This is an optimization exercise on Yosys and OpenROAD, whose aim is small area, a short achievable clock period and few clock cycles per item, not a production implementation.
In this exercise RTL edits were held to simulation tests only and were not proved equivalent to the original.

**flow/run.sh**
```bash
#!/bin/bash
# synth_recipe.tcl (not shown) runs the flow's synth.tcl, then flattens the netlist and writes it again
# the make line also repeats each setting of config.mk as NAME=value (left out here)
make -C /OpenROAD-flow-scripts/flow DESIGN_CONFIG=/design/flow/config.mk WORK_HOME=/design/flow/orfs CLKGATE_MAP_FILE= SYNTH_SCRIPT=/design/flow/synth_recipe.tcl finish
```
**flow/config.mk**
```make
export PLATFORM = sky130hd
export DESIGN_NAME = bfp_fft16
export DESIGN_NICKNAME = bfp_fft16
export VERILOG_FILES = /design/flow/design.v
export SDC_FILE = /design/flow/constraint.sdc
export NUM_CORES = 4
export LEC_CHECK = 0
export CAP_MARGIN = 20
export CORE_MARGIN = 2
export CORE_UTILIZATION = 30
export PLACE_DENSITY = 0.4
export SLEW_MARGIN = 20
```
**flow/constraint.sdc**
```tcl
create_clock -name core_clock -period 22.0 [get_ports {clk}]
set_input_delay 4.4000 -clock core_clock [delete_from_list [all_inputs] [get_ports {clk}]]
set_output_delay 4.4000 -clock core_clock [all_outputs]
set_load 0.01 [all_outputs]
```
**flow/design.v**
```verilog
module bfp_fft16 (
    input  wire        clk,
    input  wire        rst,         
    input  wire        in_valid,
    output wire        in_ready,
    input  wire [35:0] in_re,
    input  wire [35:0] in_im,
    input  wire        in_inv,      
    output wire        out_valid,
    input  wire        out_ready,
    output wire [35:0] out_re,
    output wire [35:0] out_im,
    output wire [4:0]  out_exp      
);
    localparam [1:0] S_LOAD  = 2'd0,
                     S_SCALE = 2'd1,
                     S_BFLY  = 2'd2,
                     S_OUT   = 2'd3;
    reg [1:0]  state;
    reg [3:0]  cnt;         
    reg [1:0]  stage;       
    reg [2:0]  bf;          
    reg        inv;
    reg [1:0]  dclass;      
    reg [1:0]  shift;       
    reg [4:0]  exp_r;
    reg signed [35:0] mem_re [0:15];
    reg signed [35:0] mem_im [0:15];
    function [3:0] bitrev4(input [3:0] x);
        bitrev4 = {x[0], x[1], x[2], x[3]};
    endfunction
    function [1:0] part_class(input signed [35:0] x);
        if (x > -36'sd8589934592 && x < 36'sd8589934592)
            part_class = 2'd0;
        else if (x > -36'sd17179869184 && x < 36'sd17179869184)
            part_class = 2'd1;
        else
            part_class = 2'd2;
    endfunction
    function [1:0] max2(input [1:0] a, input [1:0] b);
        max2 = (a > b) ? a : b;
    endfunction
    function signed [37:0] rne_s(input signed [37:0] x, input [1:0] s);
        reg signed [37:0] q;
        reg [1:0] r;
        begin
            q = x >>> s;
            case (s)
                2'd0: rne_s = x;
                2'd1: rne_s = q + ((x[0] && q[0]) ? 38'sd1 : 38'sd0);
                default: begin
                    r = x[1:0];
                    rne_s = q + ((r == 2'b11 || (r == 2'b10 && q[0])) ? 38'sd1 : 38'sd0);
                end
            endcase
        end
    endfunction
    function signed [37:0] rne17(input signed [54:0] x);
        reg signed [37:0] q;
        reg [16:0] r;
        begin
            q = x[54:17];
            r = x[16:0];
            if (r > 17'h10000 || (r == 17'h10000 && q[0]))
                rne17 = q + 38'sd1;
            else
                rne17 = q;
        end
    endfunction
    function signed [35:0] sat36(input signed [37:0] x);
        if (x > 38'sd34359738367)
            sat36 = 36'sd34359738367;
        else if (x < -38'sd34359738368)
            sat36 = -36'sd34359738368;
        else
            sat36 = x[35:0];
    endfunction
    reg [2:0] tw_k;
    reg signed [17:0] tw_cos, tw_sin;
    always @(*) begin
        case (tw_k)
            3'd0: begin tw_cos =  18'sd131071; tw_sin =  18'sd0;      end
            3'd1: begin tw_cos =  18'sd121094; tw_sin =  18'sd50159;  end
            3'd2: begin tw_cos =  18'sd92681;  tw_sin =  18'sd92681;  end
            3'd3: begin tw_cos =  18'sd50159;  tw_sin =  18'sd121094; end
            3'd4: begin tw_cos =  18'sd0;      tw_sin =  18'sd131071; end
            3'd5: begin tw_cos = -18'sd50159;  tw_sin =  18'sd121094; end
            3'd6: begin tw_cos = -18'sd92681;  tw_sin =  18'sd92681;  end
            default: begin tw_cos = -18'sd121094; tw_sin = 18'sd50159; end
        endcase
    end
    reg [3:0] addr_a, addr_c;
    reg [2:0] j;
    always @(*) begin
        case (stage)
            2'd0: begin j = 3'd0;          addr_a = {bf, 1'b0};          end
            2'd1: begin j = {2'b0, bf[0]}; addr_a = {bf[2:1], 1'b0, bf[0]}; end
            2'd2: begin j = {1'b0, bf[1:0]}; addr_a = {bf[2], 1'b0, bf[1:0]}; end
            default: begin j = bf;         addr_a = {1'b0, bf};          end
        endcase
        addr_c = addr_a | (4'd1 << stage);
        tw_k   = j << (2'd3 - stage);       
    end
    wire signed [35:0] ar = mem_re[addr_a];
    wire signed [35:0] ai = mem_im[addr_a];
    wire signed [35:0] br = mem_re[addr_c];
    wire signed [35:0] bi = mem_im[addr_c];
    wire signed [17:0] wr = tw_cos;
    wire signed [18:0] wi = inv ? {tw_sin[17], tw_sin} : -{tw_sin[17], tw_sin};
    wire signed [54:0] pr = br * wr - bi * wi;
    wire signed [54:0] pi = br * wi + bi * wr;
    wire signed [37:0] tr = rne17(pr);
    wire signed [37:0] ti = rne17(pi);
    wire signed [37:0] sum_re = rne_s(ar + tr, shift);
    wire signed [37:0] sum_im = rne_s(ai + ti, shift);
    wire signed [37:0] dif_re = rne_s(ar - tr, shift);
    wire signed [37:0] dif_im = rne_s(ai - ti, shift);
    wire signed [35:0] y0_re = sat36(sum_re);
    wire signed [35:0] y0_im = sat36(sum_im);
    wire signed [35:0] y1_re = sat36(dif_re);
    wire signed [35:0] y1_im = sat36(dif_im);
    wire [1:0] bf_class = max2(max2(part_class(y0_re), part_class(y0_im)),
                               max2(part_class(y1_re), part_class(y1_im)));
    wire [1:0] in_class = max2(part_class(in_re), part_class(in_im));
    assign in_ready  = (state == S_LOAD);
    assign out_valid = (state == S_OUT);
    assign out_re    = mem_re[cnt];
    assign out_im    = mem_im[cnt];
    assign out_exp   = exp_r;
    always @(posedge clk) begin
        if (rst) begin
            state  <= S_LOAD;
            cnt    <= 4'd0;
            stage  <= 2'd0;
            bf     <= 3'd0;
            inv    <= 1'b0;
            dclass <= 2'd0;
            shift  <= 2'd0;
            exp_r  <= 5'd0;
        end else begin
            case (state)
                S_LOAD: if (in_valid) begin
                    mem_re[bitrev4(cnt)] <= in_re;
                    mem_im[bitrev4(cnt)] <= in_im;
                    if (cnt == 4'd0) begin
                        inv    <= in_inv;
                        dclass <= in_class;
                        exp_r  <= 5'd0;
                                end else begin
                        dclass <= max2(dclass, in_class);
                    end
                    cnt <= cnt + 4'd1;
                    if (cnt == 4'd15) begin
                        stage <= 2'd0;
                        state <= S_SCALE;
                    end
                end
                S_SCALE: begin
                    shift  <= dclass;
                    exp_r  <= exp_r + {3'd0, dclass};
                    dclass <= 2'd0;
                    bf     <= 3'd0;
                    state  <= S_BFLY;
                end
                S_BFLY: begin
                    mem_re[addr_a] <= y0_re;
                    mem_im[addr_a] <= y0_im;
                    mem_re[addr_c] <= y1_re;
                    mem_im[addr_c] <= y1_im;
                    dclass <= max2(dclass, bf_class);
                    bf     <= bf + 3'd1;
                    if (bf == 3'd7) begin
                        stage <= stage + 2'd1;
                        if (stage == 2'd3) begin
                            cnt   <= 4'd0;
                            state <= S_OUT;
                        end else begin
                            state <= S_SCALE;
                        end
                    end
                end
                default: if (out_ready) begin
                    cnt <= cnt + 4'd1;
                    if (cnt == 4'd15)
                        state <= S_LOAD;
                end
            endcase
        end
    end
endmodule
```
==> notes.md <==
-- final timing paths --
check / end / slack, ns
min reg2reg: register / 0.55
max: dclass[1] / 0.44
min: register / 0.55
max reg2reg: dclass[1] / 0.44
-- cell families after synthesis --
logic type / synth area share [%]
flip-flops: 18.70
buffers and inverters: 9.076
AND/OR/NAND/NOR: 15.56
XOR/XNOR: 1.943
multiplexers: 8.114
AO/OA/AOI/OAI: 13.22
adder cells (fa/ha/maj): 33.39
-- routing by layer --
layer  wire [um]  global-route usage (%)  part of all wire (%)  vias up
met2      458000                   49.79                    44     8068
li1            -                       -                     -    70860
met5          79                       0                0.0076        -
met1      414400                   41.05                    40    87510
met4       82170                   19.46                   7.9       12
met3       82420                   5.782                   7.9     1653
-- per-stage QoR --
step | hold WS [ns] | cells | worst slack, ns | utilization, %
after floorplan | 0.4668 | 21070 | 2.753 | -
after global placement | 0.5353 | 29140 | -0.6394 | 32.80
after detailed placement | 0.5347 | 29150 | -0.5840 | 32.83
after CTS | 0.5449 | 29400 | 0.02303 | 33.53
after global routing | 0.5783 | 29460 | -0.07942 | 33.75
final | 0.5514 | 29480 | 0.4438 | 33.75
-- cell usage in the layout (no fill, tap or decap), types with 373 or more instances in the layout --
cell,count
nand2_1,3111
inv_1,2939
fa_1,2742
nor2_1,1693
edfxtp_1,1152
buf_4,1098
a21oi_1,894
o21ai_0,732
mux2i_1,633
ha_1,615
o22ai_1,609
nand3_1,473
mux4_2,373
-- final cells by class --
cell class                      count  area (um2)  share of cell area (%)
Antenna cell                       29       72.57                 0.03449
Multi-Input combinational cell  15420      138100                   65.63
Timing Repair Buffer             1333       11370                   5.405
Clock inverter                     66       439.2                  0.2087
Tap cell                         8322       10410                   4.948
Clock buffer                      180        3812                   1.812
Inverter                         2954       11100                   5.275
Sequential cell                  1177       35120                   16.69
-- registers in the layout, summed over array words and instances (netlist names), named ones only --
name and flops:
cnt 4, exp_r 5, dclass 2, mem_re 576
inv 1, stage 2, bf 3, shift 2
state 2, mem_im 576
-- worst reg2reg max path: cells and delay by family (launching register included) --
family                     cells  cell delay (ns)
DFF                            1             0.38
muxes                          1             0.22
adders and majority gates     14             6.65
AOI/OAI and AO/OA             22             5.99
buffers and inverters         17             2.57
xor gates and xnor gates       3             0.89
and+or+nand+nor               15             4.72
-- repair_timing --
action / CTS / global route
setup endpoints to repair: 2 / 2
pin swaps: 1 / 18
cloned: 0 / 8
setup buffers: 5 / 48
resized for setup: 11 / 136
==> metrics.cfg <==
[status]
status=no timing/DRC/antenna violations

[sta]
fin_crit_ns=21.56
final_max_slew_viol_count=0
finalHoldViolCount=0
fin_crit_sh_pct=97.98
setup_tns_ns=0
setup_viol=0
slew_headroom_pct=17.63
fmax_ghz=0.04639
worstMarginPinSlew_ns=1.236
finClkSkew_ns=0.1024

[synthesis]
synth_area_leaders=fa_1 29%, edfxtp_1 18%, nand2_1 6.3%, inv_1 5.9%, mux4_2 4.5%
synth_top_area_share_pct=29.25
ys.flop_type=edfxtp_1
yosysMostFrequentCell=nand2_1
yosys_warnings=1
synth_cell_types=122
yosysTopAreaCell=fa_1
synthesis.nets=24510
ys_ff_latch=1177
syn-cell-area_um2=187700
ys_seq_area_share_pct=18.70
async_flop_share_pct=0
syn_area_per_cell_um2=8.905
netlist_top_cells_count=3136 x nand2_1, 2941 x inv_1, 2742 x fa_1
synth_edf_count=1152
synthCells=21070

[placement]
placed_area_um2=204600
dp_hpwl_um=803500
port_buffers=155
gp_congestion=0.9860

[clock_tree]
postCtsHoldBufs=0
cts_buffers=143
clkLatencyLatePin_ns=0.88
htree_levels=4
cts_buffer_depth=4
cts_tree=yes
cts_sinks=1177
cts.clk_slew.worst_paths_ns=0.06
cts_root_buf=clkbuf_16

[critical_path]
r2r_cells=72
critical_path.top_delay_family=adder cells
critPathLaunch=stage[0]
timing.critical_path.mode_cell=inv_1
timing.rr.start=stage[0]
required_ns=22.71
critical_path_depth=72
startpoint_type=register
crit_type=register to register
slowest_stage=nor3_2
max_stage_delay_ns=0.83
cp_max_fo=22
crit_path_end_kind=register
cp_data_arrival_time_ns=22.26
path_buf_inv=17

[route]
drtPass1Iterations=6
wl_per_cell_um=35.18
viasPerCell=5.702
vias=168100
drc=0
drt-total-wl_um=1037000
drtIter0Drc=19090
antenna_left=0

[min_path]
hp-class=register to register
whs_path_depth=2
min_from=cnt[1]

[floorplanning]
dieHeight_um=794.9
core-area_um2=623400
die_area_um2=631900
die_width_um=794.9
initial_utilization_pct=30.10
ios=156
rows=290

[global_routing]
grt_max_degree=139
grt-ovfl-total=0
antenna_found_initial=57
grt_first_pass_wirelength_um=1410000
grt_pass1_vias=167100
grtUsageTotal_pct=31.86

[final_layout]
final_nets=24470
area_growth_pct=12.13
drive_gt1_share_pct=11.04
fillers=65460
fin_area_um2=210400

[run]
maxCapViolCount=0

Testbench counts, summed over its fixed seeds: cycles 65,280, frames 960.

[afterwards: timing with drivers on the ports]
How much do the figures lean on ideal ports? The routed layout below was timed once more, with nothing changed but the port constraints.
Step 1: set_driving_cell puts a clkbuf_16 on clk and a buf_2 on each other input, an assumption about the parent block.
Step 2 adds t to the input delays and takes it off the output delays; t is the mean of the earliest and latest rising clock arrival at the registers after step 1. Input paths then give back, and output paths get back, about the clock's delay inside the block.
Three values: ideal, step 1, step 2; two values: the first two.
t, ns: 0.934
setup slack, ns: 0.444 / 0.444 / 0.444
hold slack, ns: 0.551 / 0.551 / 0.551
clock arrival spread, ns: 0.102 / 0.102
worst data-port slew with drivers (ns): 0.07
After both steps this run still meets setup and hold. For this run, drivers alone change the setup slack by 0.000 ns; drivers and shift together by 0.000 ns.
